Context: an optimization exercise on an open-source flow, tuned for small area and a short achievable clock period. The choices shown serve that exercise and are no tape-out recipe.
The RTL was checked by simulation tests, not by an equivalence proof against the original design.

==> flow/design.v (outline; a module is shown in full before it is edited, if it fits) <==
// module vec_fma: 2655 lines
module vec_fma (
    input  wire        clk,
    input  wire        rst,
    input  wire        in_valid,
    input  wire [31:0] in_a,
    input  wire [31:0] in_b,
    input  wire [31:0] in_c,
    output reg         out_valid,
    output reg  [31:0] out_r
);
  // ...
==> flow/flow/run.sh <==
#!/bin/bash
# Standard ORFS layout; repair_timing aims for a setup slack of at least
# 19 ns at the design's clock period.
set -euo pipefail
bash standard.sh SETUP_SLACK_MARGIN=19 RECOVER_POWER=100 finish > standard.log 2>&1
==> flow/standard.sh <==
#!/bin/bash
# synth_recipe.tcl (not shown) runs the flow's synth.tcl, then flattens the netlist and writes it again
# the make line also repeats each setting of config.mk as NAME=value (left out here)
make -C /OpenROAD-flow-scripts/flow DESIGN_CONFIG=/design/flow/config.mk WORK_HOME=/design/flow/orfs CLKGATE_MAP_FILE= SYNTH_SCRIPT=/design/flow/synth_recipe.tcl "${@:-finish}"
==> flow/config.mk <==
export PLATFORM = sky130hd
export DESIGN_NAME = vec_fma
export DESIGN_NICKNAME = vec_fma
export VERILOG_FILES = /design/flow/design.v
export SDC_FILE = /design/flow/constraint.sdc
export NUM_CORES = 4
export LEC_CHECK = 0
export ABC_AREA = 1
export CAP_MARGIN = 20
export CORE_MARGIN = 2
export CORE_UTILIZATION = 40
export SLEW_MARGIN = 20
==> flow/constraint.sdc <==
create_clock -name core_clock -period 25.0 [get_ports {clk}]
set_input_delay 5.0000 -clock core_clock [delete_from_list [all_inputs] [get_ports {clk}]]
set_output_delay 5.0000 -clock core_clock [all_outputs]
set_load 0.01 [all_outputs]
==> results by group, run 1 <==
Final layout
  • Non-CTS inverters: just over 900
  • Leading registers by flop count: s2_mag (103), s1_prod (48)
  • Signal buffers share of area: 0.0670
  • Share of layout cells above drive strength 1: 0.0998
  • Final core utilization: 0.464

Floorplan
  • Chip height: about 330 um
  • Top Ports: ~130

Timing
  • Final setup viols: 0
  • Final WS setup: ~14 ns
  • Max-slew violations: between 100 and 150

GRT
  • First-pass GRT wire length: between 200 and 250 mm
  • Vias in the first global route: 40800
  • Initial antenna violation count: 1
  • Global Route Usage Sum: 0.304

Detailed routing
  • Average vias per placed instance: around 5.6
  • Top sig layer: met4
  • Routed wire length: 171 mm

Setup path
  • Crit path launch type: register
  • WS Path Type: register to register

Flow run
  • MaxCap Viol Count: 3

Yosys
  • Post-synth cell types: between 60 and 70
  • Syn Inst Count: ~6200

Outcome
  • Status: complete, but fails checks
  • SO Faults: max-capacitance violations, max-slew violations

CTS
  • Clock transition at path regs: ~0.080 ns
==> inputs of run 2 (changes only) <==
--- a/flow/design.v
+++ b/flow/design.v
@@ -5,33 +5,33 @@
     input  wire [31:0] in_a,
     input  wire [31:0] in_b,
     input  wire [31:0] in_c,
     output reg         out_valid,
     output reg  [31:0] out_r
 );
     reg        s0_valid;
     reg [31:0] s0_a, s0_b, s0_c;
+    reg        s0_afz, s0_bfz, s0_cfz, s0_aez, s0_bez, s0_cez;
     wire [25:0] ibx = {2'b00, in_b[30:23] != 8'd0, in_b[22:0]};
     wire [12:0] e_one, e_two;
     wire [12:0] e_neg;
     genvar gk;
     generate
         for (gk = 0; gk < 13; gk = gk + 1) begin : g_benc
             wire x2 = ibx[2*gk+1];
             wire x1 = ibx[2*gk];
             wire x0 = (gk == 0) ? 1'b0 : ibx[2*gk-1];
             assign e_one[gk] = x1 ^ x0;
             assign e_two[gk] = (x2 & ~x1 & ~x0) | (~x2 & x1 & x0);
             assign e_neg[gk] = x2;
         end
     endgenerate
     reg [12:0] s0_one, s0_two;
     reg [11:0] s0_neg;
-    reg        s0_afz, s0_bfz, s0_cfz, s0_aez, s0_bez, s0_cez;
     always @(posedge clk) begin
         if (rst) s0_valid <= 1'b0;
         else     s0_valid <= in_valid;
         s0_a <= in_a;
         s0_b <= in_b;
         s0_c <= in_c;
         s0_one <= e_one;
         s0_two <= e_two;
@@ -65,27 +65,27 @@
     wire sp      = sa ^ sb;
     wire p_zero  = a_zero | b_zero;
     wire p_inf   = a_inf | b_inf;
     wire is_nan  = a_nan | b_nan | c_nan | (a_inf & b_zero) | (b_inf & a_zero) |
                    (p_inf & c_inf & (sp ^ sc));
     wire is_spec = is_nan | p_inf | c_inf;
     wire s_inf   = p_inf ? sp : sc;
     wire signed [10:0] ep     = $signed({3'd0, ea_e}) + $signed({3'd0, eb_e}) - 11'sd127;
-    wire signed [10:0] sh_raw = $signed({3'd0, ea_e}) + $signed({3'd0, eb_e}) + $signed({3'b111, ~ec_e}) - 11'sd97;
+    wire signed [10:0] sh_raw = $signed({3'd0, ea_e}) + $signed({3'd0, eb_e}) + $signed({3'b111, ~ec_e}) - 11'sd99;
     wire               c_scale = p_zero | (~c_zero & sh_raw[10]);
     wire        [6:0]  sh = (c_scale | c_zero) ? 7'd0 :
                             (sh_raw[9:7] != 3'd0) ? 7'd127 : sh_raw[6:0];
-    wire signed [10:0] e_top = c_scale ? $signed({3'd0, ec_e}) : (ep + 11'sd29);
+    wire signed [10:0] e_top = c_scale ? $signed({3'd0, ec_e}) : (ep + 11'sd27);
     wire [30:0] mc_f = {mc, 7'd0} >> sh[2:0];
     wire [23:0]  st_mask;
     genvar gj;
     generate
         for (gj = 0; gj < 24; gj = gj + 1) begin : g_stm
-            assign st_mask[gj] = (sh_raw > 11'sd78 + gj);
+            assign st_mask[gj] = (sh_raw > 11'sd76 + gj);
         end
     endgenerate
     wire         c_sticky = ~(c_scale | c_zero) & (|(mc & st_mask));
     wire bu1 = ((s0_one[0] & ma[0])) ^ s0_neg[0];
     wire bu2 = ((s0_one[0] & ma[1]) | (s0_two[0] & ma[0])) ^ s0_neg[0];
     wire bu3 = ((s0_one[0] & ma[2]) | (s0_two[0] & ma[1])) ^ s0_neg[0];
     wire bu4 = ((s0_one[0] & ma[3]) | (s0_two[0] & ma[2])) ^ s0_neg[0];
     wire bu5 = ((s0_one[0] & ma[4]) | (s0_two[0] & ma[3])) ^ s0_neg[0];
@@ -1431,19 +1431,19 @@
         s1_etop  <= e_top;
         s1_sp    <= sp;
         s1_sc    <= sc;
         s1_spec  <= is_spec;
         s1_nan   <= is_nan;
         s1_sinf  <= s_inf;
         s1_zsign <= p_zero & sp & sc;
     end
-    wire [101:0] c_aligned = {s1_mcf, 71'd0} >> {s1_shc, 3'b000};
-    wire [102:0] opc = {c_aligned, s1_cst};
-    wire [27:0]  opu = opc[102:75];
+    wire [99:0]  c_aligned = {s1_mcf, 69'd0} >> {s1_shc, 3'b000};
+    wire [100:0] opc = {c_aligned, s1_cst};
+    wire [25:0]  opu = opc[100:75];
     wire [47:0]  opm = opc[74:27];
     wire [26:0]  opl = opc[26:0];
     wire         eff_sub = s1_sp ^ s1_sc;
     wire [47:0]  bmid = s1_prod ^ {48{eff_sub}};
     wire g1282 = opm[0] & bmid[0];
     wire g1283 = opm[1] & bmid[1];
     wire g1284 = opm[2] & bmid[2];
     wire g1285 = opm[3] & bmid[3];
@@ -1889,56 +1889,55 @@
     assign y0[45] = p1375 ^ pg1626;
     assign y1[45] = p1375 ^ (pg1626 | pp1627);
     assign y0[46] = p1376 ^ pg1628;
     assign y1[46] = p1376 ^ (pg1628 | pp1629);
     assign y0[47] = p1377 ^ pg1630;
     assign y1[47] = p1377 ^ (pg1630 | pp1631);
     wire c0 = pg1632;
     wire c1 = pg1632 | pp1633;
-    wire [27:0]  u_inc = opu + 28'd1;
-    wire [27:0]  u_dec = opu - 28'd1;
-    wire         u_zero = (opu == 28'd0);
+    wire [25:0]  u_inc = opu + 26'd1;
+    wire [25:0]  u_dec = opu - 26'd1;
+    wire         u_zero = (opu == 26'd0);
     wire         l_nz = |opl;
     wire [26:0]  l_neg = ~opl + 27'd1;
     wire         neg = eff_sub & u_zero & ~c1;
-    reg  [102:0] mag;
+    reg  [100:0] mag;
     always @(*) begin
         if (!eff_sub)
             mag = {c0 ? u_inc : opu, y0, opl};
         else if (!neg)
             mag = {c1 ? opu : u_dec, y1, opl};
         else
-            mag = {28'd0, l_nz ? ~y1 : ~y0, l_neg};
+            mag = {26'd0, l_nz ? ~y1 : ~y0, l_neg};
     end
     wire         rsign = neg ? s1_sp : s1_sc;
     wire signed [10:0] e_m1 = s1_etop - 11'sd1;
     wire               kill = s1_etop < 11'sd1;      
-    wire               has_mark = ~kill & (e_m1 < 11'sd103);
+    wire               has_mark = ~kill & (e_m1 < 11'sd75);
     reg        s2_valid;
-    reg [102:0] s2_mag;
-    reg signed [10:0] s2_etop;
-    reg [6:0]  s2_mpos;
+    reg [100:0] s2_mag;
+    reg [8:0]  s2_em1;
     reg        s2_hasm, s2_kill, s2_rsign, s2_spec, s2_nan, s2_sinf, s2_zsign;
     always @(posedge clk) begin
         if (rst) s2_valid <= 1'b0;
         else     s2_valid <= s1_valid;
         s2_mag   <= mag;
-        s2_etop  <= s1_etop;
-        s2_mpos  <= e_m1[6:0];
+        s2_em1   <= e_m1[8:0];
         s2_hasm  <= has_mark;
         s2_kill  <= kill;
         s2_rsign <= rsign;
         s2_spec  <= s1_spec;
         s2_nan   <= s1_nan;
         s2_sinf  <= s1_sinf;
         s2_zsign <= s1_zsign;
     end
+    wire [6:0]   s2_mpos = s2_em1[6:0];
     wire [127:0] mark = s2_hasm ? ({1'b1, 127'd0} >> s2_mpos) : 128'd0;
-    wire [127:0] lz_in = {s2_mag, 25'd0} | mark;
+    wire [127:0] lz_in = {s2_mag[100:26], 53'd0} | mark;
     wire         mag_zero = ~|s2_mag;
     wire zv1634 = lz_in[127] | lz_in[126];
     wire zc1635 = ~lz_in[127];
     wire zv1636 = lz_in[125] | lz_in[124];
     wire zc1637 = ~lz_in[125];
     wire zv1638 = lz_in[123] | lz_in[122];
     wire zc1639 = ~lz_in[123];
     wire zv1640 = lz_in[121] | lz_in[120];
@@ -2305,106 +2304,106 @@
     wire zc2001 = ~zv1986;
     wire zc2002 = zv1986 ? zc1987 : zc1994;
     wire zc2003 = zv1986 ? zc1988 : zc1995;
     wire zc2004 = zv1986 ? zc1989 : zc1996;
     wire zc2005 = zv1986 ? zc1990 : zc1997;
     wire zc2006 = zv1986 ? zc1991 : zc1998;
     wire zc2007 = zv1986 ? zc1992 : zc1999;
     wire [6:0] lz = {zc2001, zc2002, zc2003, zc2004, zc2005, zc2006, zc2007};
-    wire so2008 = s2_mag[0] | s2_mag[1] | s2_mag[2] | s2_mag[3] | s2_mag[4] | s2_mag[5] | s2_mag[6] | s2_mag[7] | s2_mag[8] | s2_mag[9] | s2_mag[10] | s2_mag[11] | s2_mag[12] | s2_mag[13] | s2_mag[14];
+    wire so2008 = s2_mag[0] | s2_mag[1] | s2_mag[2] | s2_mag[3] | s2_mag[4] | s2_mag[5] | s2_mag[6] | s2_mag[7] | s2_mag[8] | s2_mag[9] | s2_mag[10] | s2_mag[11] | s2_mag[12];
     wire sc2009 = ~lz[6] & so2008;
-    wire sh2010 = lz[6] ? 1'b0 : s2_mag[15];
-    wire sh2011 = lz[6] ? 1'b0 : s2_mag[16];
-    wire sh2012 = lz[6] ? 1'b0 : s2_mag[17];
-    wire sh2013 = lz[6] ? 1'b0 : s2_mag[18];
-    wire sh2014 = lz[6] ? 1'b0 : s2_mag[19];
-    wire sh2015 = lz[6] ? 1'b0 : s2_mag[20];
-    wire sh2016 = lz[6] ? 1'b0 : s2_mag[21];
-    wire sh2017 = lz[6] ? 1'b0 : s2_mag[22];
-    wire sh2018 = lz[6] ? 1'b0 : s2_mag[23];
-    wire sh2019 = lz[6] ? 1'b0 : s2_mag[24];
-    wire sh2020 = lz[6] ? 1'b0 : s2_mag[25];
-    wire sh2021 = lz[6] ? 1'b0 : s2_mag[26];
-    wire sh2022 = lz[6] ? 1'b0 : s2_mag[27];
-    wire sh2023 = lz[6] ? 1'b0 : s2_mag[28];
-    wire sh2024 = lz[6] ? 1'b0 : s2_mag[29];
-    wire sh2025 = lz[6] ? 1'b0 : s2_mag[30];
-    wire sh2026 = lz[6] ? 1'b0 : s2_mag[31];
-    wire sh2027 = lz[6] ? 1'b0 : s2_mag[32];
-    wire sh2028 = lz[6] ? 1'b0 : s2_mag[33];
-    wire sh2029 = lz[6] ? 1'b0 : s2_mag[34];
-    wire sh2030 = lz[6] ? 1'b0 : s2_mag[35];
-    wire sh2031 = lz[6] ? 1'b0 : s2_mag[36];
-    wire sh2032 = lz[6] ? 1'b0 : s2_mag[37];
-    wire sh2033 = lz[6] ? 1'b0 : s2_mag[38];
-    wire sh2034 = lz[6] ? 1'b0 : s2_mag[39];
-    wire sh2035 = lz[6] ? 1'b0 : s2_mag[40];
-    wire sh2036 = lz[6] ? 1'b0 : s2_mag[41];
-    wire sh2037 = lz[6] ? 1'b0 : s2_mag[42];
-    wire sh2038 = lz[6] ? 1'b0 : s2_mag[43];
-    wire sh2039 = lz[6] ? 1'b0 : s2_mag[44];
-    wire sh2040 = lz[6] ? 1'b0 : s2_mag[45];
-    wire sh2041 = lz[6] ? 1'b0 : s2_mag[46];
-    wire sh2042 = lz[6] ? 1'b0 : s2_mag[47];
-    wire sh2043 = lz[6] ? 1'b0 : s2_mag[48];
-    wire sh2044 = lz[6] ? 1'b0 : s2_mag[49];
-    wire sh2045 = lz[6] ? 1'b0 : s2_mag[50];
-    wire sh2046 = lz[6] ? 1'b0 : s2_mag[51];
-    wire sh2047 = lz[6] ? 1'b0 : s2_mag[52];
-    wire sh2048 = lz[6] ? 1'b0 : s2_mag[53];
-    wire sh2049 = lz[6] ? 1'b0 : s2_mag[54];
-    wire sh2050 = lz[6] ? 1'b0 : s2_mag[55];
-    wire sh2051 = lz[6] ? 1'b0 : s2_mag[56];
-    wire sh2052 = lz[6] ? 1'b0 : s2_mag[57];
-    wire sh2053 = lz[6] ? 1'b0 : s2_mag[58];
-    wire sh2054 = lz[6] ? 1'b0 : s2_mag[59];
-    wire sh2055 = lz[6] ? 1'b0 : s2_mag[60];
-    wire sh2056 = lz[6] ? 1'b0 : s2_mag[61];
-    wire sh2057 = lz[6] ? 1'b0 : s2_mag[62];
-    wire sh2058 = lz[6] ? 1'b0 : s2_mag[63];
-    wire sh2059 = lz[6] ? s2_mag[0] : s2_mag[64];
-    wire sh2060 = lz[6] ? s2_mag[1] : s2_mag[65];
-    wire sh2061 = lz[6] ? s2_mag[2] : s2_mag[66];
-    wire sh2062 = lz[6] ? s2_mag[3] : s2_mag[67];
-    wire sh2063 = lz[6] ? s2_mag[4] : s2_mag[68];
-    wire sh2064 = lz[6] ? s2_mag[5] : s2_mag[69];
-    wire sh2065 = lz[6] ? s2_mag[6] : s2_mag[70];
-    wire sh2066 = lz[6] ? s2_mag[7] : s2_mag[71];
-    wire sh2067 = lz[6] ? s2_mag[8] : s2_mag[72];
-    wire sh2068 = lz[6] ? s2_mag[9] : s2_mag[73];
-    wire sh2069 = lz[6] ? s2_mag[10] : s2_mag[74];
-    wire sh2070 = lz[6] ? s2_mag[11] : s2_mag[75];
-    wire sh2071 = lz[6] ? s2_mag[12] : s2_mag[76];
-    wire sh2072 = lz[6] ? s2_mag[13] : s2_mag[77];
-    wire sh2073 = lz[6] ? s2_mag[14] : s2_mag[78];
-    wire sh2074 = lz[6] ? s2_mag[15] : s2_mag[79];
-    wire sh2075 = lz[6] ? s2_mag[16] : s2_mag[80];
-    wire sh2076 = lz[6] ? s2_mag[17] : s2_mag[81];
-    wire sh2077 = lz[6] ? s2_mag[18] : s2_mag[82];
-    wire sh2078 = lz[6] ? s2_mag[19] : s2_mag[83];
-    wire sh2079 = lz[6] ? s2_mag[20] : s2_mag[84];
-    wire sh2080 = lz[6] ? s2_mag[21] : s2_mag[85];
-    wire sh2081 = lz[6] ? s2_mag[22] : s2_mag[86];
-    wire sh2082 = lz[6] ? s2_mag[23] : s2_mag[87];
-    wire sh2083 = lz[6] ? s2_mag[24] : s2_mag[88];
-    wire sh2084 = lz[6] ? s2_mag[25] : s2_mag[89];
-    wire sh2085 = lz[6] ? s2_mag[26] : s2_mag[90];
-    wire sh2086 = lz[6] ? s2_mag[27] : s2_mag[91];
-    wire sh2087 = lz[6] ? s2_mag[28] : s2_mag[92];
-    wire sh2088 = lz[6] ? s2_mag[29] : s2_mag[93];
-    wire sh2089 = lz[6] ? s2_mag[30] : s2_mag[94];
-    wire sh2090 = lz[6] ? s2_mag[31] : s2_mag[95];
-    wire sh2091 = lz[6] ? s2_mag[32] : s2_mag[96];
-    wire sh2092 = lz[6] ? s2_mag[33] : s2_mag[97];
-    wire sh2093 = lz[6] ? s2_mag[34] : s2_mag[98];
-    wire sh2094 = lz[6] ? s2_mag[35] : s2_mag[99];
-    wire sh2095 = lz[6] ? s2_mag[36] : s2_mag[100];
-    wire sh2096 = lz[6] ? s2_mag[37] : s2_mag[101];
-    wire sh2097 = lz[6] ? s2_mag[38] : s2_mag[102];
+    wire sh2010 = lz[6] ? 1'b0 : s2_mag[13];
+    wire sh2011 = lz[6] ? 1'b0 : s2_mag[14];
+    wire sh2012 = lz[6] ? 1'b0 : s2_mag[15];
+    wire sh2013 = lz[6] ? 1'b0 : s2_mag[16];
+    wire sh2014 = lz[6] ? 1'b0 : s2_mag[17];
+    wire sh2015 = lz[6] ? 1'b0 : s2_mag[18];
+    wire sh2016 = lz[6] ? 1'b0 : s2_mag[19];
+    wire sh2017 = lz[6] ? 1'b0 : s2_mag[20];
+    wire sh2018 = lz[6] ? 1'b0 : s2_mag[21];
+    wire sh2019 = lz[6] ? 1'b0 : s2_mag[22];
+    wire sh2020 = lz[6] ? 1'b0 : s2_mag[23];
+    wire sh2021 = lz[6] ? 1'b0 : s2_mag[24];
+    wire sh2022 = lz[6] ? 1'b0 : s2_mag[25];
+    wire sh2023 = lz[6] ? 1'b0 : s2_mag[26];
+    wire sh2024 = lz[6] ? 1'b0 : s2_mag[27];
+    wire sh2025 = lz[6] ? 1'b0 : s2_mag[28];
+    wire sh2026 = lz[6] ? 1'b0 : s2_mag[29];
+    wire sh2027 = lz[6] ? 1'b0 : s2_mag[30];
+    wire sh2028 = lz[6] ? 1'b0 : s2_mag[31];
+    wire sh2029 = lz[6] ? 1'b0 : s2_mag[32];
+    wire sh2030 = lz[6] ? 1'b0 : s2_mag[33];
+    wire sh2031 = lz[6] ? 1'b0 : s2_mag[34];
+    wire sh2032 = lz[6] ? 1'b0 : s2_mag[35];
+    wire sh2033 = lz[6] ? 1'b0 : s2_mag[36];
+    wire sh2034 = lz[6] ? 1'b0 : s2_mag[37];
+    wire sh2035 = lz[6] ? 1'b0 : s2_mag[38];
+    wire sh2036 = lz[6] ? 1'b0 : s2_mag[39];
+    wire sh2037 = lz[6] ? 1'b0 : s2_mag[40];
+    wire sh2038 = lz[6] ? 1'b0 : s2_mag[41];
+    wire sh2039 = lz[6] ? 1'b0 : s2_mag[42];
+    wire sh2040 = lz[6] ? 1'b0 : s2_mag[43];
+    wire sh2041 = lz[6] ? 1'b0 : s2_mag[44];
+    wire sh2042 = lz[6] ? 1'b0 : s2_mag[45];
+    wire sh2043 = lz[6] ? 1'b0 : s2_mag[46];
+    wire sh2044 = lz[6] ? 1'b0 : s2_mag[47];
+    wire sh2045 = lz[6] ? 1'b0 : s2_mag[48];
+    wire sh2046 = lz[6] ? 1'b0 : s2_mag[49];
+    wire sh2047 = lz[6] ? 1'b0 : s2_mag[50];
+    wire sh2048 = lz[6] ? 1'b0 : s2_mag[51];
+    wire sh2049 = lz[6] ? 1'b0 : s2_mag[52];
+    wire sh2050 = lz[6] ? 1'b0 : s2_mag[53];
+    wire sh2051 = lz[6] ? 1'b0 : s2_mag[54];
+    wire sh2052 = lz[6] ? 1'b0 : s2_mag[55];
+    wire sh2053 = lz[6] ? 1'b0 : s2_mag[56];
+    wire sh2054 = lz[6] ? 1'b0 : s2_mag[57];
+    wire sh2055 = lz[6] ? 1'b0 : s2_mag[58];
+    wire sh2056 = lz[6] ? 1'b0 : s2_mag[59];
+    wire sh2057 = lz[6] ? 1'b0 : s2_mag[60];
+    wire sh2058 = lz[6] ? 1'b0 : s2_mag[61];
+    wire sh2059 = lz[6] ? 1'b0 : s2_mag[62];
+    wire sh2060 = lz[6] ? 1'b0 : s2_mag[63];
+    wire sh2061 = lz[6] ? s2_mag[0] : s2_mag[64];
+    wire sh2062 = lz[6] ? s2_mag[1] : s2_mag[65];
+    wire sh2063 = lz[6] ? s2_mag[2] : s2_mag[66];
+    wire sh2064 = lz[6] ? s2_mag[3] : s2_mag[67];
+    wire sh2065 = lz[6] ? s2_mag[4] : s2_mag[68];
+    wire sh2066 = lz[6] ? s2_mag[5] : s2_mag[69];
+    wire sh2067 = lz[6] ? s2_mag[6] : s2_mag[70];
+    wire sh2068 = lz[6] ? s2_mag[7] : s2_mag[71];
+    wire sh2069 = lz[6] ? s2_mag[8] : s2_mag[72];
+    wire sh2070 = lz[6] ? s2_mag[9] : s2_mag[73];
+    wire sh2071 = lz[6] ? s2_mag[10] : s2_mag[74];
+    wire sh2072 = lz[6] ? s2_mag[11] : s2_mag[75];
+    wire sh2073 = lz[6] ? s2_mag[12] : s2_mag[76];
+    wire sh2074 = lz[6] ? s2_mag[13] : s2_mag[77];
+    wire sh2075 = lz[6] ? s2_mag[14] : s2_mag[78];
+    wire sh2076 = lz[6] ? s2_mag[15] : s2_mag[79];
+    wire sh2077 = lz[6] ? s2_mag[16] : s2_mag[80];
+    wire sh2078 = lz[6] ? s2_mag[17] : s2_mag[81];
+    wire sh2079 = lz[6] ? s2_mag[18] : s2_mag[82];
+    wire sh2080 = lz[6] ? s2_mag[19] : s2_mag[83];
+    wire sh2081 = lz[6] ? s2_mag[20] : s2_mag[84];
+    wire sh2082 = lz[6] ? s2_mag[21] : s2_mag[85];
+    wire sh2083 = lz[6] ? s2_mag[22] : s2_mag[86];
+    wire sh2084 = lz[6] ? s2_mag[23] : s2_mag[87];
+    wire sh2085 = lz[6] ? s2_mag[24] : s2_mag[88];
+    wire sh2086 = lz[6] ? s2_mag[25] : s2_mag[89];
+    wire sh2087 = lz[6] ? s2_mag[26] : s2_mag[90];
+    wire sh2088 = lz[6] ? s2_mag[27] : s2_mag[91];
+    wire sh2089 = lz[6] ? s2_mag[28] : s2_mag[92];
+    wire sh2090 = lz[6] ? s2_mag[29] : s2_mag[93];
+    wire sh2091 = lz[6] ? s2_mag[30] : s2_mag[94];
+    wire sh2092 = lz[6] ? s2_mag[31] : s2_mag[95];
+    wire sh2093 = lz[6] ? s2_mag[32] : s2_mag[96];
+    wire sh2094 = lz[6] ? s2_mag[33] : s2_mag[97];
+    wire sh2095 = lz[6] ? s2_mag[34] : s2_mag[98];
+    wire sh2096 = lz[6] ? s2_mag[35] : s2_mag[99];
+    wire sh2097 = lz[6] ? s2_mag[36] : s2_mag[100];
     wire so2098 = sh2010 | sh2011 | sh2012 | sh2013 | sh2014 | sh2015 | sh2016 | sh2017 | sh2018 | sh2019 | sh2020 | sh2021 | sh2022 | sh2023 | sh2024 | sh2025 | sh2026 | sh2027 | sh2028 | sh2029 | sh2030 | sh2031 | sh2032 | sh2033 | sh2034 | sh2035 | sh2036 | sh2037 | sh2038 | sh2039 | sh2040 | sh2041;
     wire sc2099 = ~lz[5] & so2098;
     wire st2100 = sc2009 | sc2099;
     wire sh2101 = lz[5] ? sh2010 : sh2042;
     wire sh2102 = lz[5] ? sh2011 : sh2043;
     wire sh2103 = lz[5] ? sh2012 : sh2044;
     wire sh2104 = lz[5] ? sh2013 : sh2045;
     wire sh2105 = lz[5] ? sh2014 : sh2046;
@@ -2623,31 +2622,136 @@
     wire sh2318 = lz[0] ? sh2289 : sh2290;
     wire sh2319 = lz[0] ? sh2290 : sh2291;
     wire sh2320 = lz[0] ? sh2291 : sh2292;
     wire sh2321 = lz[0] ? sh2292 : sh2293;
     wire sh2322 = lz[0] ? sh2293 : sh2294;
     wire [24:0] norm = {sh2322, sh2321, sh2320, sh2319, sh2318, sh2317, sh2316, sh2315, sh2314, sh2313, sh2312, sh2311, sh2310, sh2309, sh2308, sh2307, sh2306, sh2305, sh2304, sh2303, sh2302, sh2301, sh2300, sh2299, sh2298};
     wire norm_st = st2297;
     wire         is_sub = ~norm[24];
-    wire signed [10:0] e_full = s2_etop - $signed({4'd0, lz});
-    wire [7:0]   e_pack = is_sub ? 8'd0 : e_full[7:0];
-    wire         ovf = ~is_sub & (e_full > 11'sd254);
+    wire [7:0]   e2 = s2_em1[7:0] + 8'd2;
+    wire [7:0]   e3 = s2_em1[7:0] + 8'd3;
+    wire signed [10:0] thr = $signed({2'd0, s2_em1}) - 11'sd254;
+    wire         ovf = ~is_sub & ~thr[10] & ($signed({4'd0, lz}) <= thr);
+    wire [7:0]   nlz = {1'b1, ~lz};
+    wire g2323 = e2[0] & nlz[0];
+    wire g2324 = e2[1] & nlz[1];
+    wire g2325 = e2[2] & nlz[2];
+    wire g2326 = e2[3] & nlz[3];
+    wire g2327 = e2[4] & nlz[4];
+    wire g2328 = e2[5] & nlz[5];
+    wire g2329 = e2[6] & nlz[6];
+    wire g2330 = e2[7] & nlz[7];
+    wire p2331 = e2[0] ^ nlz[0];
+    wire p2332 = e2[1] ^ nlz[1];
+    wire p2333 = e2[2] ^ nlz[2];
+    wire p2334 = e2[3] ^ nlz[3];
+    wire p2335 = e2[4] ^ nlz[4];
+    wire p2336 = e2[5] ^ nlz[5];
+    wire p2337 = e2[6] ^ nlz[6];
+    wire p2338 = e2[7] ^ nlz[7];
+    wire pg2339 = g2324 | (p2332 & g2323);
+    wire pp2340 = p2332 & p2331;
+    wire pg2341 = g2326 | (p2334 & g2325);
+    wire pp2342 = p2334 & p2333;
+    wire pg2343 = g2328 | (p2336 & g2327);
+    wire pp2344 = p2336 & p2335;
+    wire pg2345 = g2330 | (p2338 & g2329);
+    wire pp2346 = p2338 & p2337;
+    wire pg2347 = g2325 | (p2333 & pg2339);
+    wire pp2348 = p2333 & pp2340;
+    wire pg2349 = pg2341 | (pp2342 & pg2339);
+    wire pp2350 = pp2342 & pp2340;
+    wire pg2351 = g2329 | (p2337 & pg2343);
+    wire pp2352 = p2337 & pp2344;
+    wire pg2353 = pg2345 | (pp2346 & pg2343);
+    wire pp2354 = pp2346 & pp2344;
+    wire pg2355 = g2327 | (p2335 & pg2349);
+    wire pp2356 = p2335 & pp2350;
+    wire pg2357 = pg2343 | (pp2344 & pg2349);
+    wire pp2358 = pp2344 & pp2350;
+    wire pg2359 = pg2351 | (pp2352 & pg2349);
+    wire pp2360 = pp2352 & pp2350;
+    wire pg2361 = pg2353 | (pp2354 & pg2349);
+    wire pp2362 = pp2354 & pp2350;
+    wire [7:0] e_lo;
+    assign e_lo[0] = p2331;
+    assign e_lo[1] = p2332 ^ g2323;
+    assign e_lo[2] = p2333 ^ pg2339;
+    assign e_lo[3] = p2334 ^ pg2347;
+    assign e_lo[4] = p2335 ^ pg2349;
+    assign e_lo[5] = p2336 ^ pg2355;
+    assign e_lo[6] = p2337 ^ pg2357;
+    assign e_lo[7] = p2338 ^ pg2359;
+    wire g2363 = e3[0] & nlz[0];
+    wire g2364 = e3[1] & nlz[1];
+    wire g2365 = e3[2] & nlz[2];
+    wire g2366 = e3[3] & nlz[3];
+    wire g2367 = e3[4] & nlz[4];
+    wire g2368 = e3[5] & nlz[5];
+    wire g2369 = e3[6] & nlz[6];
+    wire g2370 = e3[7] & nlz[7];
+    wire p2371 = e3[0] ^ nlz[0];
+    wire p2372 = e3[1] ^ nlz[1];
+    wire p2373 = e3[2] ^ nlz[2];
+    wire p2374 = e3[3] ^ nlz[3];
+    wire p2375 = e3[4] ^ nlz[4];
+    wire p2376 = e3[5] ^ nlz[5];
+    wire p2377 = e3[6] ^ nlz[6];
+    wire p2378 = e3[7] ^ nlz[7];
+    wire pg2379 = g2364 | (p2372 & g2363);
+    wire pp2380 = p2372 & p2371;
+    wire pg2381 = g2366 | (p2374 & g2365);
+    wire pp2382 = p2374 & p2373;
+    wire pg2383 = g2368 | (p2376 & g2367);
+    wire pp2384 = p2376 & p2375;
+    wire pg2385 = g2370 | (p2378 & g2369);
+    wire pp2386 = p2378 & p2377;
+    wire pg2387 = g2365 | (p2373 & pg2379);
+    wire pp2388 = p2373 & pp2380;
+    wire pg2389 = pg2381 | (pp2382 & pg2379);
+    wire pp2390 = pp2382 & pp2380;
+    wire pg2391 = g2369 | (p2377 & pg2383);
+    wire pp2392 = p2377 & pp2384;
+    wire pg2393 = pg2385 | (pp2386 & pg2383);
+    wire pp2394 = pp2386 & pp2384;
+    wire pg2395 = g2367 | (p2375 & pg2389);
+    wire pp2396 = p2375 & pp2390;
+    wire pg2397 = pg2383 | (pp2384 & pg2389);
+    wire pp2398 = pp2384 & pp2390;
+    wire pg2399 = pg2391 | (pp2392 & pg2389);
+    wire pp2400 = pp2392 & pp2390;
+    wire pg2401 = pg2393 | (pp2394 & pg2389);
+    wire pp2402 = pp2394 & pp2390;
+    wire [7:0] e_lo1;
+    assign e_lo1[0] = p2371;
+    assign e_lo1[1] = p2372 ^ g2363;
+    assign e_lo1[2] = p2373 ^ pg2379;
+    assign e_lo1[3] = p2374 ^ pg2387;
+    assign e_lo1[4] = p2375 ^ pg2389;
+    assign e_lo1[5] = p2376 ^ pg2395;
+    assign e_lo1[6] = p2377 ^ pg2397;
+    assign e_lo1[7] = p2378 ^ pg2399;
     wire        guard    = norm[0];
     wire        round_up = guard & (norm_st | norm[1]);
-    wire [30:0] rounded  = {e_pack, norm[23:1]} + {30'd0, round_up};
+    wire [22:0] mant     = norm[23:1];
+    wire [22:0] mant_inc = mant + 23'd1;
+    wire        m_carry  = round_up & (&mant);
+    wire [7:0]  e_rnd = is_sub ? {7'd0, m_carry} : (m_carry ? e_lo1 : e_lo);
+    wire        ovf_r = ~is_sub & m_carry & (e_lo == 8'd254);
+    wire [30:0] rounded = {e_rnd, round_up ? mant_inc : mant};
     reg [31:0] result;
     always @(*) begin
         if (s2_spec)
             result = {~s2_nan & s2_sinf, 8'hFF, s2_nan, 22'd0};
         else if (mag_zero)
             result = {s2_zsign, 31'd0};
         else if (s2_kill)
             result = {s2_rsign, 31'd0};
-        else if (ovf || rounded[30:23] == 8'hFF)
+        else if (ovf || ovf_r)
             result = {s2_rsign, 8'hFF, 23'd0};
         else
             result = {s2_rsign, rounded};
     end
     always @(posedge clk) begin
         if (rst) out_valid <= 1'b0;
         else     out_valid <= s2_valid;
         out_r <= result;
==> flow/flow/run.sh (replaced) <==
#!/bin/bash
# Standard ORFS layout; repair_timing aims for a setup slack of at least
# 18.95 ns at the design's clock period.
set -euo pipefail
bash standard.sh SETUP_SLACK_MARGIN=18.95 'BUFFER_PORTS_ARGS=-buffer_cell sky130_fd_sc_hd__buf_2' finish > standard.log 2>&1
==> results by group, run 2 <==
Final layout
  • Max reg flops: 101 (was 103)
  • Leading registers by flop count: s2_mag (101), s1_prod (48) (was s2_mag (103), s1_prod (48))
  • Share of layout cells above drive strength 1: 0.100 (was 0.0998)
  • Fillers: 10500 (was 10700)
  • Final net count: 6557 (was 6798)
  • Design Area, Final: 0.0455 mm^2 (was 0.0480 mm^2)
  • Largest Register: s2_mag (unchanged)
  • Register area: 0.00745 mm^2 (was 0.00771 mm^2)
  • Cell Count, Final, Fillers Out: 7399 (was 7682)
  • Area Overhead vs Synth: 12.0% (was 15.1%)
  • Most frequent cells in the layout: nand2_1 (1195), inv_1 (803), nand3_1 (508) (was nand2_1 (1249), inv_1 (814), nand3_1 (529))
  • Multi-input logic area: 0.0291 mm^2 (was 0.0301 mm^2)
  • Commonest non-fill, non-tap cell in the layout: nand2_1 (unchanged)

CTS
  • Total clock sinks: 369 (was 380)
  • Clk latency of the worst-skew pair: 0.64 ns (was 0.63 ns)
  • CTS H-Tree Depth: 2 (unchanged)
  • Clock transition at path regs: 0.06 ns (was 0.08 ns)
  • TritonCTS clock tree: yes (unchanged)
  • Clock root cell: clkbuf_16 (unchanged)
  • Max clock buf depth: 3 (unchanged)
  • CTS buffer count: 46 (was 43)

Floorplan
  • Rows: 116 (was 118)
  • Die span in x: 323 um (was 327 um)
  • Top Ports: 132 (unchanged)
  • Total Die Area: 0.104 mm^2 (was 0.107 mm^2)
  • Chip height: 323 um (was 327 um)
  • Starting Density: 0.404 (about the same)
  • CORE AREA: 0.100 mm^2 (was 0.103 mm^2)

Setup path
  • Worst Path Required: 20.00 ns (was 25.54 ns)
  • R2r endpoint: s1_prod[33] (was out_r[0])
  • Crit-path cells: buf_6
  • Reg2reg start: s0_a[9] (was s2_mpos[2])
  • Worst path slowest cell: dfxtp_2 (was clkinvlp_2)
  • Crit path launch type: register (unchanged)
  • CP Capture Type: output port (was register)
  • FF-to-FF setup slack: 19.26 ns (was 13.88 ns)
  • WS Path Type: register to output port (was register to register)
  • Register-to-Register Path Depth: 25 (was 30)
  • CP Buf/Inv Count: 1 (was 6)
  • Crit path DAT: 1.06 ns (was 11.66 ns)
  • Max stage delay on crit path: 0.33 ns (was 1.82 ns)
  • Worst-path maximum fanout: 1 (was 39)
  • CP delay by family, top: flip-flops (was buffers and inverters)
  • CP startpoint: out_r[18] (was s2_mpos[2])

Timing
  • Max Clock Freq: 165 MHz (was 89.9 MHz)
  • Unrepaired setup endpoints after global routing: yes (unchanged)
  • Fin Clk Skew: 0.0365 ns (was 0.0456 ns)
  • Worst-Margin Slew: 1.07 ns (was 2.42 ns)
  • Final hold viol count: 0 (unchanged)
  • Setup TNS after final layout: 0 ns (unchanged)
  • Minimum clock period: 6.06 ns (was 11.12 ns)
  • Tcrit/Tclk final: 0.242 (was 0.445)
  • Final setup viols: 0 (unchanged)
  • Slew margin rel.: 0.286 (was -0.611)
  • Max-slew violations: 0 (was 107)

GRT
  • Vias in the first global route: 39600 (was 40800)
  • Global Route Usage Sum: 0.303 (was 0.304)
  • Largest net degree at the start of global routing: 61 (was 70)
  • Total congestion overflow: 0 (unchanged)
  • First-pass GRT wire length: 241 mm (was 250 mm)
  • Initial antenna violation count: 3 (was 1)

Yosys
  • Synth area leader: dfxtp_1 (unchanged)
  • Asr flop ratio synth: 0 (unchanged)
  • Syn Nets: 6489 (was 6685)
  • Sequential area share after synthesis: 0.182 (about the same)
  • Count leader, synth: nand2_1 (unchanged)
  • Post-synth top area share: 0.182 (about the same)
  • Synth cell count leaders: nand2_1 (1210), inv_1 (835), nand3_1 (509) (was nand2_1 (1258), inv_1 (851), nand3_1 (528))
  • Syn Inst Count: 5934 (was 6153)
  • Post-Synthesis Mean Instance Area: 6.84 um^2 (was 6.79 um^2)
  • Number of synthesized flops with an enable pin: 0 (unchanged)
  • Mapped Area: 0.0406 mm^2 (was 0.0418 mm^2)
  • Ranking of synthesized cells by area: dfxtp_1 (18%), fa_1 (13%), nand2_1 (11%), xor2_1 (11%), inv_1 (7.7%) (was dfxtp_1 (18%), fa_1 (13%), nand2_1 (11%), xor2_1 (10%), inv_1 (7.6%))
  • Post-synth cell types: 67 (was 65)
  • Ys Warns: 1 (unchanged)
  • #FFs+latches synth: 369 (was 380)
  • Post-synth top flop: dfxtp_1 (unchanged)

Detailed routing
  • Routed wire length: 162 mm (was 171 mm)
  • Initial DRT Pass Iterations: 8 (was 6)
  • Average vias per placed instance: 5.60 (was 5.63)
  • Vias: 41400 (was 43200)
  • Initial drt markers: 4481 (was 4691)
  • DR WL/cell: 21.9 um (was 22.2 um)
  • Antenna viol nets, final: 0 (unchanged)
  • Drc violations: 0 (unchanged)

Placement
  • Dpl cells: 7208 (was 7418)
  • IO Port Bufs: 131 (unchanged)
  • Gpl congestion: 1.03 (was 1.07)
  • Hpwl dp: 120 mm (was 125 mm)
  • Placed cell area: 0.0423 mm^2 (was 0.0439 mm^2)

Worst hold path
  • Hold Path Sink: s2_spec (was s2_zsign)
  • Tightest Hold Check Type: register to register (unchanged)
  • Hold Path Origin: s1_spec (was s1_zsign)
  • Hold Path Stages: 0 (unchanged)

Flow run
  • MaxCap Viol Count: 0 (was 3)

Outcome
  • Status: no timing/DRC/antenna violations (was complete, but fails checks)
## run 2: cell types whose count changed in the layout (fill, tap and decap cells not counted), moves of 28 or more
cell / delta
fa_1: +29
o22ai_1: +28
nand4_1: -29
nand2_1: -54
dlygate4sd3_1: -87
clkbuf_1: -33
buf_2: +113
o21ai_0: -60
## run 2: layer usage
layer	track usage	vias to the layer above	routed length [um]
li1	-	19400	-
met1	0.384	19200	65700
met2	0.482	2147	70500
met3	0.0494	591	13900
met4	0.183	0	12000
met5	0	-	0
## run 2: cells by family after synthesis
family          count (synthesis)  share of synthesized area
compound gates                922                      0.137
xor+xnor                      531                      0.115
fa+ha+maj                     456                      0.190
buf+inv                      1153                      0.111
flops                         369                      0.182
mux                            16                    0.00413
simple gates                 2487                      0.262
## run 2: area by class of cell
class                   count  share of cell area
inverters                 875              0.0755
repair buffers            270              0.0449
diodes                      3            0.000165
multi-input cells        4418               0.640
well taps                1357              0.0373
repair inverters           22             0.00325
flip-flops and latches    369               0.164
clock inverters            26             0.00729
clock buffers              59              0.0280
## run 2: worst max-delay path by stage
| stage | end | slack [ns] | cells past startpoint |
|---|---|---|---|
| final | out_r[18] | 18.94 | 1 |
| after global routing | out_r[27] | 18.89 | 1 |
| after CTS | out_r[22] | 18.90 | 1 |
| after detailed placement | s2_mag[85] | 17.36 | 30 |
| after global placement | s2_mag[85] | 17.46 | 30 |
| after floorplan | s1_prod[33] | 19.21 | 25 |
## run 2: repair_timing
item / in CTS / in global routing
buffers inserted: 33 / 41
hold buffers: 0 / 0
resized for setup: 72 / 164
hold endpoints to repair: 0 / 0
cloned: 15 / 14
pin swaps: 6 / 8
endpoints found under the setup margin: 212 / 212
## run 2: worst register-to-register path: stages, from the launching register on
cell and delay (ns):
dfxtp_1 0.33, inv_1 0.06, buf_4 0.38, o22ai_2 0.17
xor2_1 0.17, fa_1 0.49, fa_1 0.44, fa_1 0.53
fa_1 0.45, fa_1 0.51, inv_1 0.05, ha_1 0.35
inv_1 0.08, nor3_1 0.19, inv_1 0.07, nor2_1 0.13
a211o_1 0.14, inv_1 0.04, nand2_2 0.12, nand2_1 0.06
nand2_1 0.09, nand2_1 0.09, nand2_4 0.11, inv_1 0.08
fa_1 0.37, xnor2_1 0.13
## run 2: per-stage QoR
step	hold slack, ns	utilization	setup slack [ns]
floorplan	0.310	-	19.21
global placement	0.315	0.421	17.46
detailed placement	0.312	0.421	17.36
CTS	0.326	0.443	18.90
global route	0.343	0.453	18.89
finish	0.328	0.453	18.94
==> inputs of run 3 (changes only) <==
--- a/flow/config.mk
+++ b/flow/config.mk
@@ -10,3 +10,5 @@
 export CORE_MARGIN = 2
 export CORE_UTILIZATION = 40
+export CTS_CLUSTER_DIAMETER = 120
+export CTS_CLUSTER_SIZE = 24
 export SLEW_MARGIN = 20
==> results by group, run 3 <==
CTS
  • Clk latency of the worst-skew pair: 0.64 ns (about the same)
  • Clock root cell: clkbuf_16 (unchanged)
  • CTS Hold Bufs: 0 (unchanged)
  • Total clock sinks: 369 (unchanged)
  • CTS H-Tree Depth: 1 (was 2)
  • Clock transition at path regs: 0.10 ns (was 0.06 ns)
  • CTS buffer count: 25 (was 46)
  • Max clock buf depth: 3 (unchanged)
  • TritonCTS clock tree: yes (unchanged)

Final layout
  • Cell Count, Final, Fillers Out: 7353 (was 7399)
  • Commonest non-fill, non-tap cell in the layout: nand2_1 (unchanged)
  • Largest Register: s2_mag (unchanged)
  • Most frequent cells in the layout: nand2_1 (1194), inv_1 (803), nand3_1 (508) (was nand2_1 (1195), inv_1 (803), nand3_1 (508))
  • Share of layout cells above drive strength 1: 0.0951 (was 0.100)
  • Final core utilization: 0.446 (was 0.453)
  • Design Area, Final: 0.0448 mm^2 (was 0.0455 mm^2)
  • Max reg flops: 101 (unchanged)
  • Final net count: 6535 (was 6557)
  • Fillers: 10500 (about the same)
  • Area Overhead vs Synth: 10.2% (was 12.0%)
  • Leading registers by flop count: s2_mag (101), s1_prod (48) (unchanged)

Yosys
  • Ranking of synthesized cells by area: dfxtp_1 (18%), fa_1 (13%), nand2_1 (11%), xor2_1 (11%), inv_1 (7.7%) (unchanged)
  • Synth area leader: dfxtp_1 (unchanged)
  • Mapped Area: 0.0406 mm^2 (unchanged)
  • Syn Nets: 6489 (unchanged)
  • Post-synth top flop: dfxtp_1 (unchanged)
  • Post-Synthesis Mean Instance Area: 6.84 um^2 (unchanged)
  • Asr flop ratio synth: 0 (unchanged)
  • Ys Warns: 1 (unchanged)
  • Count leader, synth: nand2_1 (unchanged)
  • Number of synthesized flops with an enable pin: 0 (unchanged)
  • Post-synth top area share: 0.182 (unchanged)
  • Synth cell count leaders: nand2_1 (1210), inv_1 (835), nand3_1 (509) (unchanged)
  • #FFs+latches synth: 369 (unchanged)
  • Sequential area share after synthesis: 0.182 (unchanged)
  • Post-synth cell types: 67 (unchanged)
  • Syn Inst Count: 5934 (unchanged)

Timing
  • Worst-Margin Slew: 1.07 ns (about the same)
  • Min Hold Slack: 0.336 ns (was 0.328 ns)
  • Fin Clk Skew: 0.0247 ns (was 0.0365 ns)
  • Setup TNS after final layout: 0 ns (unchanged)
  • Max Clock Freq: 165 MHz (about the same)
  • Slew margin rel.: 0.283 (was 0.286)
  • Final WS setup: 18.92 ns (was 18.94 ns)
  • Minimum clock period: 6.08 ns (was 6.06 ns)
  • Max-slew violations: 0 (unchanged)
  • Final hold viol count: 0 (unchanged)
  • Final setup viols: 0 (unchanged)
  • Tcrit/Tclk final: 0.243 (was 0.242)
  • Unrepaired setup endpoints after global routing: yes (unchanged)

Floorplan
  • CORE AREA: 0.100 mm^2 (unchanged)
  • Top Ports: 132 (unchanged)
  • Die span in x: 323 um (unchanged)
  • Rows: 116 (unchanged)
  • Starting Density: 0.404 (unchanged)
  • Total Die Area: 0.104 mm^2 (unchanged)
  • Chip height: 323 um (unchanged)

Setup path
  • FF-to-FF setup slack: 19.25 ns (was 19.26 ns)
  • R2r endpoint: s2_mag[84] (was s1_prod[33])
  • WS Path Type: register to output port (unchanged)
  • Crit path launch type: register (unchanged)
  • Reg2reg start: s1_shc[3] (was s0_a[9])
  • Worst-path maximum fanout: 1 (unchanged)
  • Worst Path Required: 20.00 ns (about the same)
  • Crit path DAT: 1.08 ns (was 1.06 ns)
  • Crit-path cells: buf_6 (unchanged)
  • Worst path slowest cell: dfxtp_2 (unchanged)
  • CP Capture Type: output port (unchanged)
  • CP startpoint: out_r[22] (was out_r[18])
  • Register-to-Register Path Depth: 25 (unchanged)
  • CP delay by family, top: flip-flops (unchanged)
  • Max stage delay on crit path: 0.34 ns (was 0.33 ns)
  • CP Buf/Inv Count: 1 (unchanged)

Detailed routing
  • Average vias per placed instance: 5.62 (was 5.60)
  • Vias: 41300 (was 41400)
  • Initial DRT Pass Iterations: 7 (was 8)
  • DR WL/cell: 21.9 um (about the same)
  • Initial drt markers: 4411 (was 4481)
  • Routed wire length: 161 mm (was 162 mm)
  • Drc violations: 0 (unchanged)
  • Antenna viol nets, final: 0 (unchanged)

Worst hold path
  • Hold Path Sink: s2_spec (unchanged)
  • Tightest Hold Check Type: register to register (unchanged)
  • Hold Path Stages: 0 (unchanged)
  • Hold Path Origin: s1_spec (unchanged)

GRT
  • Total congestion overflow: 0 (unchanged)
  • Vias in the first global route: 39300 (was 39600)
  • Initial antenna violation count: 4 (was 3)
  • First-pass GRT wire length: 239 mm (was 241 mm)
  • Global Route Usage Sum: 0.300 (was 0.303)
  • Largest net degree at the start of global routing: 61 (unchanged)

Placement
  • Gpl congestion: 1.03 (unchanged)
  • Dpl cells: 7208 (unchanged)
  • IO Port Bufs: 131 (unchanged)
  • Placed cell area: 0.0423 mm^2 (unchanged)
  • Hpwl dp: 120 mm (unchanged)
  • Pre-CTS WS: 17.36 ns (unchanged)

Outcome
  • Status: no timing/DRC/antenna violations (unchanged)

Flow run
  • MaxCap Viol Count: 0 (unchanged)
==> run 3: cell counts after synthesis <==
No cell type changed its count.
==> run 3: layer usage <==
| metal | vias to the layer above | part of all wire | track usage |
|---|---|---|---|
| met5 | - | 0.000068 | 0 |
| met2 | 2139 | 0.44 | 0.480 |
| met4 | 2 | 0.075 | 0.177 |
| met3 | 573 | 0.084 | 0.0451 |
| li1 | 19300 | - | - |
| met1 | 19300 | 0.41 | 0.383 |
==> run 3: worst max-delay path by stage <==
stage	end	cells past startpoint	slack [ns]
floorplan	s1_prod[33]	25	19.21
global placement	s2_mag[85]	30	17.46
detailed placement	s2_mag[85]	30	17.36
CTS	out_r[22]	1	18.87
global route	out_r[22]	1	18.88
finish	out_r[22]	1	18.92
==> run 3: logic make-up (layout without fill, tap and decap cells) <==
logic type | after synthesis | after routing | synth area share
and+or+nand+nor | 2487 | 2492 | 0.262
other | 0 | 2 | 0
xor gates and xnor gates | 531 | 531 | 0.115
buffers and inverters | 1153 | 1207 | 0.111
DFF | 369 | 369 | 0.182
AOI/OAI and AO/OA | 922 | 923 | 0.137
muxes | 16 | 16 | 0.00413
adders and majority gates | 456 | 456 | 0.190
==> run 3: layout make-up <==
| type | count | area (um^2) | area share |
|---|---|---|---|
| repair inverters | 21 | 143 | 0.00319 |
| inverters | 875 | 3440 | 0.0768 |
| diodes | 2 | 5.00 | 0.000112 |
| well taps | 1357 | 1700 | 0.0379 |
| multi-input cells | 4418 | 29100 | 0.650 |
| repair buffers | 270 | 2030 | 0.0453 |
| clock buffers | 25 | 626 | 0.0140 |
| flip-flops and latches | 369 | 7460 | 0.167 |
| clock inverters | 16 | 255 | 0.00570 |
==> run 3: timing repair <==
| action | CTS | global route |
|---|---|---|
| pin swaps | 6 | 8 |
| endpoints found under the setup margin | 212 | 211 |
| resized for setup | 79 | 162 |
| cloned | 16 | 12 |
| buffers inserted | 36 | 38 |
==> inputs of run 4 (changes only) <==
--- a/flow/config.mk
+++ b/flow/config.mk
@@ -13,2 +13,3 @@
 export CTS_CLUSTER_SIZE = 24
 export SLEW_MARGIN = 20
+export TNS_END_PERCENT = 50
==> results by group, run 4 <==
Floorplan
  • Chip height: 323 um (unchanged)
  • Total Die Area: 0.104 mm^2 (unchanged)
  • Die span in x: 323 um (unchanged)
  • Top Ports: 132 (unchanged)
  • Starting Density: 0.404 (unchanged)
  • Rows: 116 (unchanged)
  • CORE AREA: 0.100 mm^2 (unchanged)

Yosys
  • Synth cell count leaders: nand2_1 (1210), inv_1 (835), nand3_1 (509) (unchanged)
  • Syn Nets: 6489 (unchanged)
  • XOR/XNOR Fraction of Synth Area: 0.115 (unchanged)
  • Number of synthesized flops with an enable pin: 0 (unchanged)
  • Main combinational cell family by area after synthesis: simple AND/OR/NAND/NOR gates (unchanged)
  • Asr flop ratio synth: 0 (unchanged)
  • Ranking of synthesized cells by area: dfxtp_1 (18%), fa_1 (13%), nand2_1 (11%), xor2_1 (11%), inv_1 (7.7%) (unchanged)
  • Synth Area in Compound Gates: 0.137 (unchanged)
  • #FFs+latches synth: 369 (unchanged)
  • Post-synth cell types: 67 (unchanged)
  • Post-Synth Simple-Gate Area: 0.262 (unchanged)
  • Mux share of post-synthesis cell area: 0.00413 (unchanged)
  • Synth area leader: dfxtp_1 (unchanged)
  • Count leader, synth: nand2_1 (unchanged)
  • Sequential area share after synthesis: 0.182 (unchanged)
  • Syn Inst Count: 5934 (unchanged)
  • Post-synth top area share: 0.182 (unchanged)
  • Mapped Area: 0.0406 mm^2 (unchanged)
  • Post-Synthesis Mean Instance Area: 6.84 um^2 (unchanged)
  • Ys Warns: 1 (unchanged)
  • Post-synth top flop: dfxtp_1 (unchanged)
  • Adder and majority gate portion of the synthesized area: 0.190 (unchanged)

Detailed routing
  • Initial DRT Pass Iterations: 7 (unchanged)
  • Drc violations: 0 (unchanged)
  • DR WL/cell: 21.9 um (about the same)
  • Antenna viol nets, final: 0 (unchanged)
  • Routed wire length: 161 mm (about the same)
  • Vias: 41300 (about the same)
  • Average vias per placed instance: 5.62 (about the same)
  • Initial drt markers: 4313 (was 4411)

Timing
  • Tcrit/Tclk final: 0.244 (was 0.243)
  • Min Hold Slack: 0.335 ns (was 0.336 ns)
  • Fin Clk Skew: 0.0243 ns (was 0.0247 ns)
  • Final setup viols: 0 (unchanged)
  • Slew margin rel.: 0.283 (about the same)
  • Max-slew violations: 0 (unchanged)
  • Unrepaired setup endpoints after global routing: yes (unchanged)
  • Max Clock Freq: 164 MHz (was 165 MHz)
  • Setup TNS after final layout: 0 ns (unchanged)
  • Minimum clock period: 6.10 ns (was 6.08 ns)
  • Worst-Margin Slew: 1.07 ns (about the same)
  • Final hold viol count: 0 (unchanged)

Placement
  • Hpwl dp: 120 mm (unchanged)
  • IO Port Bufs: 131 (unchanged)
  • Gpl congestion: 1.03 (unchanged)

Worst hold path
  • Tightest Hold Check Type: register to register (unchanged)
  • Hold Path Origin: s1_spec (unchanged)

CTS
  • Max clock buf depth: 3 (unchanged)
  • CTS buffer count: 25 (unchanged)
  • TritonCTS clock tree: yes (unchanged)
  • Clk latency of the worst-skew pair: 0.64 ns (about the same)
  • Total clock sinks: 369 (unchanged)
  • CTS H-Tree Depth: 1 (unchanged)
  • Clock transition at path regs: 0.10 ns (about the same)
  • CTS Hold Bufs: 0 (unchanged)
  • Clock root cell: clkbuf_16 (unchanged)

Setup path
  • Max stage delay on crit path: 0.34 ns (about the same)
  • Worst path slowest cell: dfxtp_1 (was dfxtp_2)
  • CP delay by family, top: flip-flops (unchanged)
  • Crit path DAT: 1.10 ns (was 1.08 ns)
  • CP Buf/Inv Count: 1 (unchanged)
  • Crit path launch type: register (unchanged)
  • CP startpoint: out_r[18] (was out_r[22])
  • WS Path Type: register to output port (unchanged)
  • Worst Path Required: 20.00 ns (about the same)
  • CP Capture Type: output port (unchanged)
  • Worst-path maximum fanout: 1 (unchanged)
  • Crit-path cells: buf_2 (was buf_6)
  • Reg2reg start: s0_two[0] (was s1_shc[3])

GRT
  • Vias in the first global route: 39000 (was 39300)
  • First-pass GRT wire length: 236 mm (was 239 mm)
  • Initial antenna violation count: 5 (was 4)
  • Total congestion overflow: 0 (unchanged)
  • Global Route Usage Sum: 0.295 (was 0.300)
  • Largest net degree at the start of global routing: 61 (unchanged)

Final layout
  • Commonest non-fill, non-tap cell in the layout: nand2_1 (unchanged)
  • Largest Register: s2_mag (unchanged)
  • Leading registers by flop count: s2_mag (101), s1_prod (48) (unchanged)
  • Final net count: 6543 (was 6535)
  • Area Overhead vs Synth: 10.1% (was 10.2%)
  • Share of layout cells above drive strength 1: 0.0930 (was 0.0951)
  • Max reg flops: 101 (unchanged)
  • Most frequent cells in the layout: nand2_1 (1196), inv_1 (803), nand3_1 (508) (was nand2_1 (1194), inv_1 (803), nand3_1 (508))

Flow run
  • MaxCap Viol Count: 0 (unchanged)

Outcome
  • Status: no timing/DRC/antenna violations (unchanged)
[run 4: cell counts after synthesis]
Identical to the previous run, type by type.
[run 4: repair_timing]
action,in CTS,in global routing
resized for setup,42,165
cloned,5,25
setup buffers,7,73
endpoints found under the setup margin,212,216
pin swaps,4,10
[run 4: final timing paths]
check / slack [ns] / depth (start not counted) / endpoint
max: 18.90 / 1 / out_r[18]
min: 0.33 / 0 / s2_spec
max reg2reg: 19.26 / 25 / s1_prod[33]
min reg2reg: 0.33 / 0 / s2_spec
[run 4: cells by family (layout without fill, tap and decap cells)]
| group | Yosys count | in the layout |
|---|---|---|
| AOI/OAI and AO/OA | 922 | 923 |
| buffers and inverters | 1153 | 1214 |
| xor gates and xnor gates | 531 | 531 |
| other | 0 | 2 |
| adders and majority gates | 456 | 456 |
| DFF | 369 | 369 |
| and+or+nand+nor | 2487 | 2493 |
| muxes | 16 | 16 |
[run 4: per-stage QoR]
stage	worst slack, ns	instances	utilization	instance area (um^2)
2_1_floorplan	19.21	5934	-	40600
3_3_place_gp	17.46	7206	0.421	42200
3_5_place_dp	17.36	7208	0.421	42300
4_1_cts	18.73	7261	0.432	43400
5_1_grt	18.84	7359	0.445	44700
6_report	18.90	7361	0.445	44700
[run 4: layer usage]
metal  track usage  vias to the layer above  part of all wire
met4         0.166                        2             0.075
met3        0.0418                      571             0.083
met5             0                        -          0.000081
li1              -                    19400                 -
met1         0.379                    19200              0.41
met2         0.474                     2157              0.43
[run 4: area by class of cell]
| cell class | count | area (um^2) |
|---|---|---|
| Inverter | 875 | 3440 |
| Timing Repair inverter | 22 | 150 |
| Fill cell | 10600 | 55700 |
| Sequential cell | 369 | 7430 |
| Multi-Input combinational cell | 4419 | 29100 |
| Tap cell | 1357 | 1700 |
| Clock inverter | 16 | 255 |
| Timing Repair Buffer | 276 | 2000 |
| Clock buffer | 25 | 626 |
| Antenna cell | 2 | 5.00 |
==> inputs of run 5 (changes only) <==
--- a/flow/config.mk
+++ b/flow/config.mk
@@ -9,7 +9,6 @@
 export CAP_MARGIN = 20
 export CORE_MARGIN = 2
-export CORE_UTILIZATION = 40
+export CORE_UTILIZATION = 45
 export CTS_CLUSTER_DIAMETER = 120
 export CTS_CLUSTER_SIZE = 24
 export SLEW_MARGIN = 20
-export TNS_END_PERCENT = 50
==> results by group, run 5 <==
Outcome
  • Status: no timing/DRC/antenna violations (unchanged)

Worst hold path
  • Tightest Hold Check Type: register to register (unchanged)
  • Hold Path Origin: s1_sinf (was s1_spec)

Detailed routing
  • DR WL/cell: 22.9 um (was 21.9 um)
  • Initial drt markers: 4369 (was 4313)
  • Drc violations: 0 (unchanged)
  • Antenna viol nets, final: 0 (unchanged)
  • Routed wire length: 164 mm (was 161 mm)
  • Average vias per placed instance: 5.78 (was 5.62)
  • Initial DRT Pass Iterations: 6 (was 7)
  • Vias: 41400 (was 41300)

Timing
  • Worst-Margin Slew: 1.00 ns (was 1.07 ns)
  • Fin Clk Skew: 0.0402 ns (was 0.0243 ns)
  • Tcrit/Tclk final: 0.242 (was 0.244)
  • Minimum clock period: 6.04 ns (was 6.10 ns)
  • Unrepaired setup endpoints after global routing: yes (unchanged)
  • Max-slew violations: 0 (unchanged)
  • Min Hold Slack: 0.343 ns (was 0.335 ns)
  • Setup TNS after final layout: 0 ns (unchanged)
  • Slew margin rel.: 0.327 (was 0.283)
  • Final hold viol count: 0 (unchanged)
  • Final setup viols: 0 (unchanged)
  • Max Clock Freq: 166 MHz (was 164 MHz)

Yosys
  • Synth cell count leaders: nand2_1 (1210), inv_1 (835), nand3_1 (509) (unchanged)
  • #FFs+latches synth: 369 (unchanged)
  • Synth area leader: dfxtp_1 (unchanged)
  • Main combinational cell family by area after synthesis: simple AND/OR/NAND/NOR gates (unchanged)
  • Mapped Area: 0.0406 mm^2 (unchanged)
  • Number of synthesized flops with an enable pin: 0 (unchanged)
  • Mux share of post-synthesis cell area: 0.00413 (unchanged)
  • Ranking of synthesized cells by area: dfxtp_1 (18%), fa_1 (13%), nand2_1 (11%), xor2_1 (11%), inv_1 (7.7%) (unchanged)
  • Adder and majority gate portion of the synthesized area: 0.190 (unchanged)
  • Post-synth cell types: 67 (unchanged)
  • Asr flop ratio synth: 0 (unchanged)
  • Post-Synthesis Mean Instance Area: 6.84 um^2 (unchanged)
  • Ys Warns: 1 (unchanged)
  • Synth Area in Compound Gates: 0.137 (unchanged)
  • Syn Inst Count: 5934 (unchanged)
  • XOR/XNOR Fraction of Synth Area: 0.115 (unchanged)
  • Post-synth top flop: dfxtp_1 (unchanged)
  • Sequential area share after synthesis: 0.182 (unchanged)
  • Post-synth top area share: 0.182 (unchanged)
  • Post-Synth Simple-Gate Area: 0.262 (unchanged)
  • Count leader, synth: nand2_1 (unchanged)
  • Syn Nets: 6489 (unchanged)

Setup path
  • Worst-path maximum fanout: 1 (unchanged)
  • Crit path launch type: register (unchanged)
  • CP Capture Type: output port (unchanged)
  • Worst path slowest cell: dfxtp_1 (unchanged)
  • CP startpoint: out_r[8] (was out_r[18])
  • WS Path Type: register to output port (unchanged)
  • CP Buf/Inv Count: 1 (unchanged)
  • Crit path DAT: 1.04 ns (was 1.10 ns)
  • Crit-path cells: buf_2 (unchanged)
  • Max stage delay on crit path: 0.32 ns (was 0.34 ns)
  • Reg2reg start: s0_a[13] (was s0_two[0])
  • CP delay by family, top: flip-flops (unchanged)
  • Worst Path Required: 20.00 ns (about the same)

Placement
  • Hpwl dp: 123 mm (was 120 mm)
  • IO Port Bufs: 131 (unchanged)
  • Gpl congestion: 1.05 (was 1.03)

Final layout
  • Max reg flops: 101 (unchanged)
  • Largest Register: s2_mag (unchanged)
  • Leading registers by flop count: s2_mag (101), s1_prod (48) (unchanged)
  • Most frequent cells in the layout: nand2_1 (1193), inv_1 (805), nand3_1 (508) (was nand2_1 (1196), inv_1 (803), nand3_1 (508))
  • Final net count: 6538 (was 6543)
  • Commonest non-fill, non-tap cell in the layout: nand2_1 (unchanged)
  • Share of layout cells above drive strength 1: 0.0936 (was 0.0930)
  • Area Overhead vs Synth: 9.46% (was 10.1%)

GRT
  • Vias in the first global route: 39200 (was 39000)
  • Global Route Usage Sum: 0.343 (was 0.295)
  • First-pass GRT wire length: 244 mm (was 236 mm)
  • Initial antenna violation count: 1 (was 5)
  • Largest net degree at the start of global routing: 64 (was 61)
  • Total congestion overflow: 0 (unchanged)

Floorplan
  • Chip height: 304 um (was 323 um)
  • CORE AREA: 0.0897 mm^2 (was 0.100 mm^2)
  • Die span in x: 304 um (was 323 um)
  • Top Ports: 132 (unchanged)
  • Total Die Area: 0.0927 mm^2 (was 0.104 mm^2)
  • Rows: 110 (was 116)
  • Starting Density: 0.453 (was 0.404)

CTS
  • CTS buffer count: 22 (was 25)
  • Clock transition at path regs: 0.10 ns (about the same)
  • CTS H-Tree Depth: 1 (unchanged)
  • TritonCTS clock tree: yes (unchanged)
  • Clk latency of the worst-skew pair: 0.63 ns (was 0.64 ns)
  • Total clock sinks: 369 (unchanged)
  • Max clock buf depth: 3 (unchanged)
  • Clock root cell: clkbuf_16 (unchanged)

Flow run
  • MaxCap Viol Count: 0 (unchanged)
==> run 5: layer usage <==
layer,GRT usage,up-vias,part of all wire
met4,0.210,0,0.076
li1,-,19400,-
met2,0.540,2159,0.44
met3,0.0508,575,0.080
met5,0.00207,-,0
met1,0.443,19300,0.41
==> run 5: path summary, 6_finish.rpt <==
kind,to,slack (ns),depth (start not counted)
min,s2_sinf,0.34,0
max,out_r[8],18.96,1
max reg2reg,s1_prod[33],19.16,27
min reg2reg,s2_sinf,0.34,0
==> run 5: through the flow <==
stage | area [um^2] | utilization | worst slack, ns | instances
final | 44500 | 0.495 | 18.96 | 7170
after global routing | 44500 | 0.495 | 18.85 | 7170
after CTS | 43500 | 0.485 | 18.91 | 7119
after detailed placement | 42100 | 0.469 | 16.76 | 7027
after global placement | 42000 | 0.468 | 16.87 | 7026
after floorplan | 40600 | - | 19.21 | 5934
==> run 5: layout make-up <==
type / count / area [um^2]
clock inverter: 8 / 123
timing repair buffer: 277 / 2100
inverter: 875 / 3440
timing repair inverter: 21 / 148
antenna: 3 / 7.51
multi-input combinational: 4417 / 29100
tap: 1176 / 1470
fill: 9206 / 45300
clock buffer: 24 / 579
sequential: 369 / 7440
==> run 5: logic make-up after synthesis <==
| group | count (synthesis) |
|---|---|
| and+or+nand+nor | 2487 |
| buffers and inverters | 1153 |
| AOI/OAI and AO/OA | 922 |
| xor gates and xnor gates | 531 |
| adders and majority gates | 456 |
| DFF | 369 |
| muxes | 16 |
==> run 5: repair_timing <==
action                                  in CTS  in global routing
endpoints found under the setup margin     213                208
gates cloned                                20                  9
pin swaps                                    5                 11
buffers inserted                            40                 39
hold buffers                                 0                  0
gates resized for setup                     99                135

static timing again, ports no longer ideal:
The results above use ideal ports. As a check the final layouts listed here were re-extracted and re-timed, cells and wires unchanged.
Step 1: set_driving_cell puts a clkbuf_16 on clk and a buf_2 on each other input, an assumption about the parent block.
Step 2 also shifts input and output timing later by t, the mid clock arrival at the registers, as if the neighbouring blocks saw the same clock.
Slacks: ideal ports / drivers / drivers and shift; pairs: ideal ports / drivers.
run	shift t [ns]	slack for setup (ns)	latest minus earliest clock arrival (ns)
run 1	0.681	13.882 / 13.882 / 13.882	0.047 / 0.047
run 2	0.693	18.944 / 18.870 / 18.452	0.040 / 0.040
run 3	0.702	18.923 / 18.849 / 18.429	0.033 / 0.033
run 4	0.703	18.897 / 18.823 / 18.444	0.030 / 0.030
run 5	0.677	18.959 / 18.889 / 18.420	0.046 / 0.046
The setup slack of run 5, which loses most, moves by -0.070 ns with the drivers and by -0.539 ns with both steps.
